This design comes from an exercise in tuning for small area, a short achievable clock period and few clock cycles per item on the open sky130 flow, not from production work.
Only simulation tests tie the RTL to the original design; equivalence was not proved.

<file path="design.v">
module aes_sbox (
  input  wire [7:0] a,
  output reg  [7:0] y
);
  always @(*) begin
    case (a)
      8'h00: y = 8'h63;
      8'h01: y = 8'h7c;
      8'h02: y = 8'h77;
      8'h03: y = 8'h7b;
      8'h04: y = 8'hf2;
      8'h05: y = 8'h6b;
      8'h06: y = 8'h6f;
      8'h07: y = 8'hc5;
      8'h08: y = 8'h30;
      8'h09: y = 8'h01;
      8'h0a: y = 8'h67;
      8'h0b: y = 8'h2b;
      8'h0c: y = 8'hfe;
      8'h0d: y = 8'hd7;
      8'h0e: y = 8'hab;
      8'h0f: y = 8'h76;
      8'h10: y = 8'hca;
      8'h11: y = 8'h82;
      8'h12: y = 8'hc9;
      8'h13: y = 8'h7d;
      8'h14: y = 8'hfa;
      8'h15: y = 8'h59;
      8'h16: y = 8'h47;
      8'h17: y = 8'hf0;
      8'h18: y = 8'had;
      8'h19: y = 8'hd4;
      8'h1a: y = 8'ha2;
      8'h1b: y = 8'haf;
      8'h1c: y = 8'h9c;
      8'h1d: y = 8'ha4;
      8'h1e: y = 8'h72;
      8'h1f: y = 8'hc0;
      8'h20: y = 8'hb7;
      8'h21: y = 8'hfd;
      8'h22: y = 8'h93;
      8'h23: y = 8'h26;
      8'h24: y = 8'h36;
      8'h25: y = 8'h3f;
      8'h26: y = 8'hf7;
      8'h27: y = 8'hcc;
      8'h28: y = 8'h34;
      8'h29: y = 8'ha5;
      8'h2a: y = 8'he5;
      8'h2b: y = 8'hf1;
      8'h2c: y = 8'h71;
      8'h2d: y = 8'hd8;
      8'h2e: y = 8'h31;
      8'h2f: y = 8'h15;
      8'h30: y = 8'h04;
      8'h31: y = 8'hc7;
      8'h32: y = 8'h23;
      8'h33: y = 8'hc3;
      8'h34: y = 8'h18;
      8'h35: y = 8'h96;
      8'h36: y = 8'h05;
      8'h37: y = 8'h9a;
      8'h38: y = 8'h07;
      8'h39: y = 8'h12;
      8'h3a: y = 8'h80;
      8'h3b: y = 8'he2;
      8'h3c: y = 8'heb;
      8'h3d: y = 8'h27;
      8'h3e: y = 8'hb2;
      8'h3f: y = 8'h75;
      8'h40: y = 8'h09;
      8'h41: y = 8'h83;
      8'h42: y = 8'h2c;
      8'h43: y = 8'h1a;
      8'h44: y = 8'h1b;
      8'h45: y = 8'h6e;
      8'h46: y = 8'h5a;
      8'h47: y = 8'ha0;
      8'h48: y = 8'h52;
      8'h49: y = 8'h3b;
      8'h4a: y = 8'hd6;
      8'h4b: y = 8'hb3;
      8'h4c: y = 8'h29;
      8'h4d: y = 8'he3;
      8'h4e: y = 8'h2f;
      8'h4f: y = 8'h84;
      8'h50: y = 8'h53;
      8'h51: y = 8'hd1;
      8'h52: y = 8'h00;
      8'h53: y = 8'hed;
      8'h54: y = 8'h20;
      8'h55: y = 8'hfc;
      8'h56: y = 8'hb1;
      8'h57: y = 8'h5b;
      8'h58: y = 8'h6a;
      8'h59: y = 8'hcb;
      8'h5a: y = 8'hbe;
      8'h5b: y = 8'h39;
      8'h5c: y = 8'h4a;
      8'h5d: y = 8'h4c;
      8'h5e: y = 8'h58;
      8'h5f: y = 8'hcf;
      8'h60: y = 8'hd0;
      8'h61: y = 8'hef;
      8'h62: y = 8'haa;
      8'h63: y = 8'hfb;
      8'h64: y = 8'h43;
      8'h65: y = 8'h4d;
      8'h66: y = 8'h33;
      8'h67: y = 8'h85;
      8'h68: y = 8'h45;
      8'h69: y = 8'hf9;
      8'h6a: y = 8'h02;
      8'h6b: y = 8'h7f;
      8'h6c: y = 8'h50;
      8'h6d: y = 8'h3c;
      8'h6e: y = 8'h9f;
      8'h6f: y = 8'ha8;
      8'h70: y = 8'h51;
      8'h71: y = 8'ha3;
      8'h72: y = 8'h40;
      8'h73: y = 8'h8f;
      8'h74: y = 8'h92;
      8'h75: y = 8'h9d;
      8'h76: y = 8'h38;
      8'h77: y = 8'hf5;
      8'h78: y = 8'hbc;
      8'h79: y = 8'hb6;
      8'h7a: y = 8'hda;
      8'h7b: y = 8'h21;
      8'h7c: y = 8'h10;
      8'h7d: y = 8'hff;
      8'h7e: y = 8'hf3;
      8'h7f: y = 8'hd2;
      8'h80: y = 8'hcd;
      8'h81: y = 8'h0c;
      8'h82: y = 8'h13;
      8'h83: y = 8'hec;
      8'h84: y = 8'h5f;
      8'h85: y = 8'h97;
      8'h86: y = 8'h44;
      8'h87: y = 8'h17;
      8'h88: y = 8'hc4;
      8'h89: y = 8'ha7;
      8'h8a: y = 8'h7e;
      8'h8b: y = 8'h3d;
      8'h8c: y = 8'h64;
      8'h8d: y = 8'h5d;
      8'h8e: y = 8'h19;
      8'h8f: y = 8'h73;
      8'h90: y = 8'h60;
      8'h91: y = 8'h81;
      8'h92: y = 8'h4f;
      8'h93: y = 8'hdc;
      8'h94: y = 8'h22;
      8'h95: y = 8'h2a;
      8'h96: y = 8'h90;
      8'h97: y = 8'h88;
      8'h98: y = 8'h46;
      8'h99: y = 8'hee;
      8'h9a: y = 8'hb8;
      8'h9b: y = 8'h14;
      8'h9c: y = 8'hde;
      8'h9d: y = 8'h5e;
      8'h9e: y = 8'h0b;
      8'h9f: y = 8'hdb;
      8'ha0: y = 8'he0;
      8'ha1: y = 8'h32;
      8'ha2: y = 8'h3a;
      8'ha3: y = 8'h0a;
      8'ha4: y = 8'h49;
      8'ha5: y = 8'h06;
      8'ha6: y = 8'h24;
      8'ha7: y = 8'h5c;
      8'ha8: y = 8'hc2;
      8'ha9: y = 8'hd3;
      8'haa: y = 8'hac;
      8'hab: y = 8'h62;
      8'hac: y = 8'h91;
      8'had: y = 8'h95;
      8'hae: y = 8'he4;
      8'haf: y = 8'h79;
      8'hb0: y = 8'he7;
      8'hb1: y = 8'hc8;
      8'hb2: y = 8'h37;
      8'hb3: y = 8'h6d;
      8'hb4: y = 8'h8d;
      8'hb5: y = 8'hd5;
      8'hb6: y = 8'h4e;
      8'hb7: y = 8'ha9;
      8'hb8: y = 8'h6c;
      8'hb9: y = 8'h56;
      8'hba: y = 8'hf4;
      8'hbb: y = 8'hea;
      8'hbc: y = 8'h65;
      8'hbd: y = 8'h7a;
      8'hbe: y = 8'hae;
      8'hbf: y = 8'h08;
      8'hc0: y = 8'hba;
      8'hc1: y = 8'h78;
      8'hc2: y = 8'h25;
      8'hc3: y = 8'h2e;
      8'hc4: y = 8'h1c;
      8'hc5: y = 8'ha6;
      8'hc6: y = 8'hb4;
      8'hc7: y = 8'hc6;
      8'hc8: y = 8'he8;
      8'hc9: y = 8'hdd;
      8'hca: y = 8'h74;
      8'hcb: y = 8'h1f;
      8'hcc: y = 8'h4b;
      8'hcd: y = 8'hbd;
      8'hce: y = 8'h8b;
      8'hcf: y = 8'h8a;
      8'hd0: y = 8'h70;
      8'hd1: y = 8'h3e;
      8'hd2: y = 8'hb5;
      8'hd3: y = 8'h66;
      8'hd4: y = 8'h48;
      8'hd5: y = 8'h03;
      8'hd6: y = 8'hf6;
      8'hd7: y = 8'h0e;
      8'hd8: y = 8'h61;
      8'hd9: y = 8'h35;
      8'hda: y = 8'h57;
      8'hdb: y = 8'hb9;
      8'hdc: y = 8'h86;
      8'hdd: y = 8'hc1;
      8'hde: y = 8'h1d;
      8'hdf: y = 8'h9e;
      8'he0: y = 8'he1;
      8'he1: y = 8'hf8;
      8'he2: y = 8'h98;
      8'he3: y = 8'h11;
      8'he4: y = 8'h69;
      8'he5: y = 8'hd9;
      8'he6: y = 8'h8e;
      8'he7: y = 8'h94;
      8'he8: y = 8'h9b;
      8'he9: y = 8'h1e;
      8'hea: y = 8'h87;
      8'heb: y = 8'he9;
      8'hec: y = 8'hce;
      8'hed: y = 8'h55;
      8'hee: y = 8'h28;
      8'hef: y = 8'hdf;
      8'hf0: y = 8'h8c;
      8'hf1: y = 8'ha1;
      8'hf2: y = 8'h89;
      8'hf3: y = 8'h0d;
      8'hf4: y = 8'hbf;
      8'hf5: y = 8'he6;
      8'hf6: y = 8'h42;
      8'hf7: y = 8'h68;
      8'hf8: y = 8'h41;
      8'hf9: y = 8'h99;
      8'hfa: y = 8'h2d;
      8'hfb: y = 8'h0f;
      8'hfc: y = 8'hb0;
      8'hfd: y = 8'h54;
      8'hfe: y = 8'hbb;
      8'hff: y = 8'h16;
      default: y = 8'h00;
    endcase
  end
endmodule
module cmac_aes128 (
  input  wire         clk,
  input  wire         rst,         
  input  wire         in_valid,
  input  wire         in_key,
  input  wire         in_last,
  input  wire [4:0]   in_len,
  input  wire [127:0] in_data,
  output wire         in_ready,
  output reg          tag_valid,
  output reg  [127:0] tag
);
  function [7:0] xtime;
    input [7:0] b;
    xtime = {b[6:0], 1'b0} ^ (b[7] ? 8'h1b : 8'h00);
  endfunction
  function [127:0] dbl;
    input [127:0] x;
    dbl = {x[126:0], 1'b0} ^ (x[127] ? 128'h87 : 128'h0);
  endfunction
  function [7:0] rcon;
    input [3:0] r;
    case (r)
      4'd1:    rcon = 8'h01;
      4'd2:    rcon = 8'h02;
      4'd3:    rcon = 8'h04;
      4'd4:    rcon = 8'h08;
      4'd5:    rcon = 8'h10;
      4'd6:    rcon = 8'h20;
      4'd7:    rcon = 8'h40;
      4'd8:    rcon = 8'h80;
      4'd9:    rcon = 8'h1b;
      4'd10:   rcon = 8'h36;
      default: rcon = 8'h00;
    endcase
  endfunction
  function [31:0] mix_col;
    input [31:0] c;
    reg [7:0] a0, a1, a2, a3;
    begin
      a0 = c[31:24];
      a1 = c[23:16];
      a2 = c[15:8];
      a3 = c[7:0];
      mix_col = {xtime(a0) ^ (xtime(a1) ^ a1) ^ a2 ^ a3,
                 a0 ^ xtime(a1) ^ (xtime(a2) ^ a2) ^ a3,
                 a0 ^ a1 ^ xtime(a2) ^ (xtime(a3) ^ a3),
                 (xtime(a0) ^ a0) ^ a1 ^ a2 ^ xtime(a3)};
    end
  endfunction
  reg         busy;        
  reg         job_key;     
  reg         job_last;    
  reg [3:0]   round;       
  reg [2:0]   phase;       
  reg [127:0] st;          
  reg [95:0]  nst;         
  reg [127:0] rk;          
  reg [127:0] key;         
  reg [127:0] k1;          
  reg [127:0] k2;
  reg [127:0] chain;       
  assign in_ready = !busy;
  wire take = in_valid && in_ready;
  wire [1:0] col = phase[1:0] - 2'd1;
  reg  [31:0] sb_in;
  integer ri;
  always @(*) begin
    if (phase == 3'd0) begin
      sb_in = {rk[23:0], rk[31:24]};
    end else begin
      for (ri = 0; ri < 4; ri = ri + 1)
        sb_in[31-8*ri -: 8] = st[127-8*(ri + 4*((col + ri) % 4)) -: 8];
    end
  end
  wire [31:0] sb_out;
  genvar gi;
  generate
    for (gi = 0; gi < 4; gi = gi + 1) begin : g_sbox
      aes_sbox u_sbox (.a(sb_in[31-8*gi -: 8]), .y(sb_out[31-8*gi -: 8]));
    end
  endgenerate
  wire [31:0] nw0 = rk[127:96] ^ sb_out ^ {rcon(round), 24'h0};
  wire [31:0] nw1 = rk[95:64] ^ nw0;
  wire [31:0] nw2 = rk[63:32] ^ nw1;
  wire [31:0] nw3 = rk[31:0]  ^ nw2;
  wire final_round = (round == 4'd10);
  wire [31:0] rk_col  = rk[127-32*col -: 32];
  wire [31:0] col_out = (final_round ? sb_out : mix_col(sb_out)) ^ rk_col;
  wire [127:0] rnd_out = {nst, col_out};    
  reg [127:0] padded;
  integer bi;
  always @(*) begin
    for (bi = 0; bi < 16; bi = bi + 1) begin
      if (bi < in_len)
        padded[127-8*bi -: 8] = in_data[127-8*bi -: 8];
      else if (bi == in_len)
        padded[127-8*bi -: 8] = 8'h80;
      else
        padded[127-8*bi -: 8] = 8'h00;
    end
  end
  wire [127:0] msg_block = !in_last           ? in_data :
                           (in_len == 5'd16)  ? in_data ^ k1 :
                                                padded ^ k2;
  always @(posedge clk) begin
    if (rst) begin
      busy      <= 1'b0;
      job_key   <= 1'b0;
      job_last  <= 1'b0;
      round     <= 4'd0;
      phase     <= 3'd0;
      chain     <= 128'h0;
      tag_valid <= 1'b0;
    end else begin
      tag_valid <= 1'b0;
      if (take) begin
        busy     <= 1'b1;
        round    <= 4'd1;
        phase    <= 3'd0;
        job_key  <= in_key;
        job_last <= in_last;
        if (in_key) begin
          key <= in_data;
          rk  <= in_data;
          st  <= in_data;             
        end else begin
          rk  <= key;
          st  <= chain ^ msg_block ^ key;
        end
      end else if (busy) begin
        if (phase == 3'd0) begin
          rk    <= {nw0, nw1, nw2, nw3};
          phase <= 3'd1;
        end else if (phase != 3'd4) begin
          nst[95-32*col -: 32] <= col_out;
          phase <= phase + 3'd1;
        end else begin
          st    <= rnd_out;
          phase <= 3'd0;
          round <= round + 4'd1;
          if (final_round) begin
            busy <= 1'b0;
            if (job_key) begin
              k1    <= dbl(rnd_out);
              k2    <= dbl(dbl(rnd_out));
              chain <= 128'h0;
            end else if (job_last) begin
              tag       <= rnd_out;
              tag_valid <= 1'b1;
              chain     <= 128'h0;
            end else begin
              chain <= rnd_out;
            end
          end
        end
      end
    end
  end
endmodule
</file>
<file path="run.sh">
#!/bin/bash
# synth_recipe.tcl (not shown) runs the flow's synth.tcl, then flattens the netlist and writes it again
# the make line also repeats each setting of config.mk as NAME=value (left out here)
make -C /OpenROAD-flow-scripts/flow DESIGN_CONFIG=/design/flow/config.mk WORK_HOME=/design/flow/orfs CLKGATE_MAP_FILE= SYNTH_SCRIPT=/design/flow/synth_recipe.tcl finish
</file>
<file path="constraint.sdc">
create_clock -name core_clock -period 10.0 [get_ports {clk}]
set_input_delay 2.0000 -clock core_clock [delete_from_list [all_inputs] [get_ports {clk}]]
set_output_delay 2.0000 -clock core_clock [all_outputs]
set_load 0.01 [all_outputs]
</file>
<file path="config.mk">
export PLATFORM = sky130hd
export DESIGN_NAME = cmac_aes128
export DESIGN_NICKNAME = cmac_aes128
export VERILOG_FILES = /design/flow/design.v
export SDC_FILE = /design/flow/constraint.sdc
export NUM_CORES = 4
export LEC_CHECK = 0
export CAP_MARGIN = 40
export CELL_PAD_IN_SITES_DETAIL_PLACEMENT = 2
export CELL_PAD_IN_SITES_GLOBAL_PLACEMENT = 2
export CORE_MARGIN = 2
export CORE_UTILIZATION = 30
export SLEW_MARGIN = 40
</file>
==> qor.yml <==
worst_setup_path:
  slowest_stage: "sky130_fd_sc_hd__ha_4"
  crit_path_cell_trace: "inv_1 > ha_4 > buf_4 > mux2i_1 > o221ai_2 > buf_4 > ha_1 > inv_1 > a21oi_1 > nand3_1 > a21oi_1 > o21ai_0 > o211ai_1 > a31oi_1 > o22ai_2 > xor2_1 > xor2_1 > xnor2_1 > xor2_1 > nor2_1 > a21oi_1"
  timing.critical_path.arrival_ns: 8.69
  maximum_fanout_count_along_the_critical_path: 38
  setup.worst_path.class: "register to register"
  r2r_worst_path_depth: 21
  critical_path_required_ns: 10.46
  timing.critical_path.buf_inv: 4
  crit_path_start_kind: "register"
  critical_path.max_stage_delay_ns: 0.79
  path_delay_family: "compound AO/OA/AOI/OAI gates"
  r2r-end: "tag[31]$_DFFE_PP_"
  ff_to_ff_start: "phase[1]$_SDFFE_PP0P_"
  crit_path_end_kind: "register"
  worst-r2r-setup-slack_ns: 1.76
clock_network:
  cts_post_setup_buffers_inserted: 0
  postCtsResizedCells: 0
  cts.root.buffer_cell: "sky130_fd_sc_hd__clkbuf_16"
  clock-sinks: 878
  clock_insertion_delay_worst_skew_ns: 0.75
  cts_tree: "built"
  clock_tree.htree_level_count: 3
  post_cts_hold_buffer_count: 0
  cts_buffer_depth: 3
  clk_pin_slew_ns: 0.06
  tritoncts.num_buffers: 97
hold_path:
  worstHoldPathType: "register to register"
  timing.hold.worst.start: "chain[78]$_SDFFE_PP0P_"
  hold_path_end: "chain[78]$_SDFFE_PP0P_"
  min_delay_path_depth: 2
finish:
  design.final.nets: 7214
  layout_commonest_cell: "sky130_fd_sc_hd__nand2_1"
  synthToLayoutAreaGrowth_pct: 14.6
  drive_gt1_share_pct: 10.6
  mostFrequentLayoutCells: "sky130_fd_sc_hd__nand2_1 (831), sky130_fd_sc_hd__edfxtp_1 (739), sky130_fd_sc_hd__nor2_1 (651)"
  final_cell_area_um2: 71100
  final_cells: 9794
timing:
  fin_worst_skew_ns: 0.0447
  worst_slew_pin_slew_ns: 0.932
  tns_ns: 0
  finalSetupViolations: 0
  timing.final.crit_period_ns: 8.24
  final-hold-violation-count: 0
  rsz0062_at_grt: "false"
  timing_limited_maximum_frequency_mhz: 121
  fin_crit_sh_pct: 82.4
  slew_headroom_pct: 37.4
  worst_hold_slack_ns: 0.471
  final_max_slew_viol_count: 0
logic_synthesis:
  post_synth_design_cell_area_um2: 62100
  synthSimpleGateAreaFrac_pct: 14.3
  synth_xor_xnor_area_share_pct: 8.75
  synth_fa_ha_area_share_pct: 1.27
  seq_area_frac_synth_pct: 40.2
  ys_async_sr_fraction_pct: 0
  syn_nets: 7185
  syn-instance-count: 6985
  synth.yosys.warnings: 2
  main_combinational_cell_family_by_area_after_synthesis: "compound AO/OA/AOI/OAI gates"
  synth_cell_type_count: 131
  synth_top_flop_cell: "sky130_fd_sc_hd__edfxtp_1"
  syn_avg_cell_area_um2: 8.89
  synth_mux_area_share_pct: 4.36
  synth_enable_flop_cells: 739
  postSynthRegisterBits: 878
  compound_gate_fraction_of_synth_area_pct: 25.3
floorplan:
  die-height_um: 459
  dieArea_um2: 211000
  rows: 166
  initial_utilization_pct: 30.2
  design.portCount: 268
  core_area_um2: 205000
  chipWidth_um: 459
global_route:
  aggregate_global_routing_overflow: 0
  grt_util_all_layers_pct: 34.3
  wire_length_of_the_first_global_routing_pass_um: 516000
  grt_pass1_vias: 61900
  grt_antenna_before_repair: 27
  largest_net_degree_at_the_start_of_global_routing: 120
placement:
  hpwl_um: 269000
  portBuffers: 267
  gp_congestion: 0.956
  number_of_placed_instances_taps_included: 9602
  place_area_um2: 67900
drt:
  routed_length_per_placed_instance_um: 37.9
  final_antenna_net_count: 0
  drt_first_iter_violations: 6756
  post_drt_via_cell_ratio: 6.28
  routed-via-count: 61500
  finalWirelength_um: 371000
  drt_pass1_iterations: 6
  detail_route.drc_violations: 0
job:
  drv.max_cap_violation_count: 0
outcome:
  status: "no timing/DRC/antenna violations"
worst max path at each step:
stage	startpoint	endpoint	slack [ns]	cells after the start
after global placement	phase[1]$_SDFFE_PP0P_	nst[76]$_DFFE_PP_	1.65	18
after floorplan	rst	nst[0]$_DFFE_PP_	0.49	3
after detailed placement	phase[1]$_SDFFE_PP0P_	k1[32]$_DFFE_PP_	2.02	21
final	phase[1]$_SDFFE_PP0P_	tag[31]$_DFFE_PP_	1.76	21
after global routing	phase[1]$_SDFFE_PP0P_	k1[32]$_DFFE_PP_	1.55	21
after CTS	phase[1]$_SDFFE_PP0P_	k1[32]$_DFFE_PP_	1.96	21
metrics by stage:
stage | util [%] | worst slack (ns)
6_report | 34.7 | 1.76
5_1_grt | 34.6 | 1.55
4_1_cts | 34.6 | 1.96
3_5_place_dp | 33.1 | 2.02
3_3_place_gp | 32.9 | 1.65
2_1_floorplan | - | 0.491
registers in the layout (all words and copies together) (netlist names), 3 cells and up:
name and cells:
rk 128, phase 3, st 128, k2 4, nst 96, chain 128
round 4, key 128, tag 128, k1 127
cells by family after synthesis:
| logic type | after synthesis |
|---|---|
| multiplexers | 231 |
| flip-flops | 878 |
| AO/OA/AOI/OAI | 2375 |
| XOR/XNOR | 595 |
| adder cells (fa/ha/maj) | 63 |
| AND/OR/NAND/NOR | 2051 |
| buffers and inverters | 792 |
per-layer routing:
metal / GRT usage [%] / part of all wire [%]
met3: 4.91 / 6.8
met2: 54.1 / 45
met5: 0 / 0.049
met1: 46.3 / 43
met4: 15.6 / 5.2
cell usage after synthesis, drive strengths merged (19+ instances only):
| cell type | n | share of area [%] |
|---|---|---|
| o211ai | 85 | 1.1 |
| a31oi | 91 | 1.0 |
| xor2 | 161 | 2.4 |
| o22ai | 146 | 1.5 |
| o2111ai | 23 | 0.32 |
| and3 | 33 | 0.33 |
| a2111oi | 19 | 0.28 |
| or3 | 25 | 0.25 |
| edfxtp | 739 | 36 |
| o31ai | 43 | 0.54 |
| a21oi | 503 | 4.1 |
| nand2 | 839 | 5.1 |
| a22o | 111 | 1.6 |
| nand3b | 26 | 0.31 |
| clkbuf | 336 | 2.0 |
| o311ai | 48 | 0.68 |
| a311oi | 40 | 0.65 |
| a22oi | 85 | 1.0 |
| mux2 | 126 | 2.3 |
| ha | 62 | 1.2 |
| and2 | 25 | 0.25 |
| mux2i | 89 | 1.5 |
| a221oi | 37 | 0.58 |
| xnor2 | 429 | 6.2 |
| nor4 | 34 | 0.39 |
| o221ai | 61 | 0.91 |
| nor3 | 105 | 0.95 |
| inv | 191 | 1.2 |
| dfxtp | 139 | 4.5 |
| nor2 | 671 | 4.1 |
| nand4 | 26 | 0.26 |
| nand3 | 212 | 1.7 |
| buf | 262 | 2.5 |
| a211oi | 184 | 2.3 |
| o21ai | 688 | 5.6 |
cell type report:
| type | count | area, µm² |
|---|---|---|
| Inverter | 194 | 731 |
| Clock buffer | 137 | 2750 |
| Fill cell | 22600 | 134000 |
| Tap cell | 2688 | 3360 |
| Clock inverter | 45 | 423 |
| Multi-Input combinational cell | 5315 | 34000 |
| Sequential cell | 878 | 25000 |
| Antenna cell | 9 | 22.5 |
| Timing Repair Buffer | 528 | 4850 |
worst min-delay path, delay by kind of cell, from the launching register on:
family	cells	cell delay, ns
simple gates	1	0.05
compound gates	1	0.05
flops	1	0.32
Testbench counts, summed over its fixed seeds: cycles 298,460, messages 960.

-- separate check: timing with driven ports --
In the flow no input, the clock included, has a driving cell. The finished layout below was timed again as built, in two steps. Step 1, drivers: a clkbuf_16 drives clk and a buf_2 each remaining input, both assumed. Step 2 also shifts input and output timing later by t, the mid clock arrival at the registers, as if the neighbouring blocks saw the same clock. a / b / c = ideal / step 1 / step 2; a / b = the first two.
shift t [ns]: 0.812
setup slack, ns: 1.763 / 1.763 / 1.763
slew at the worst register clock pin (ns): 0.07 / 0.07
After both steps this run still meets setup and hold. For this run, drivers alone change the setup slack by 0.000 ns; drivers and shift together by 0.000 ns.
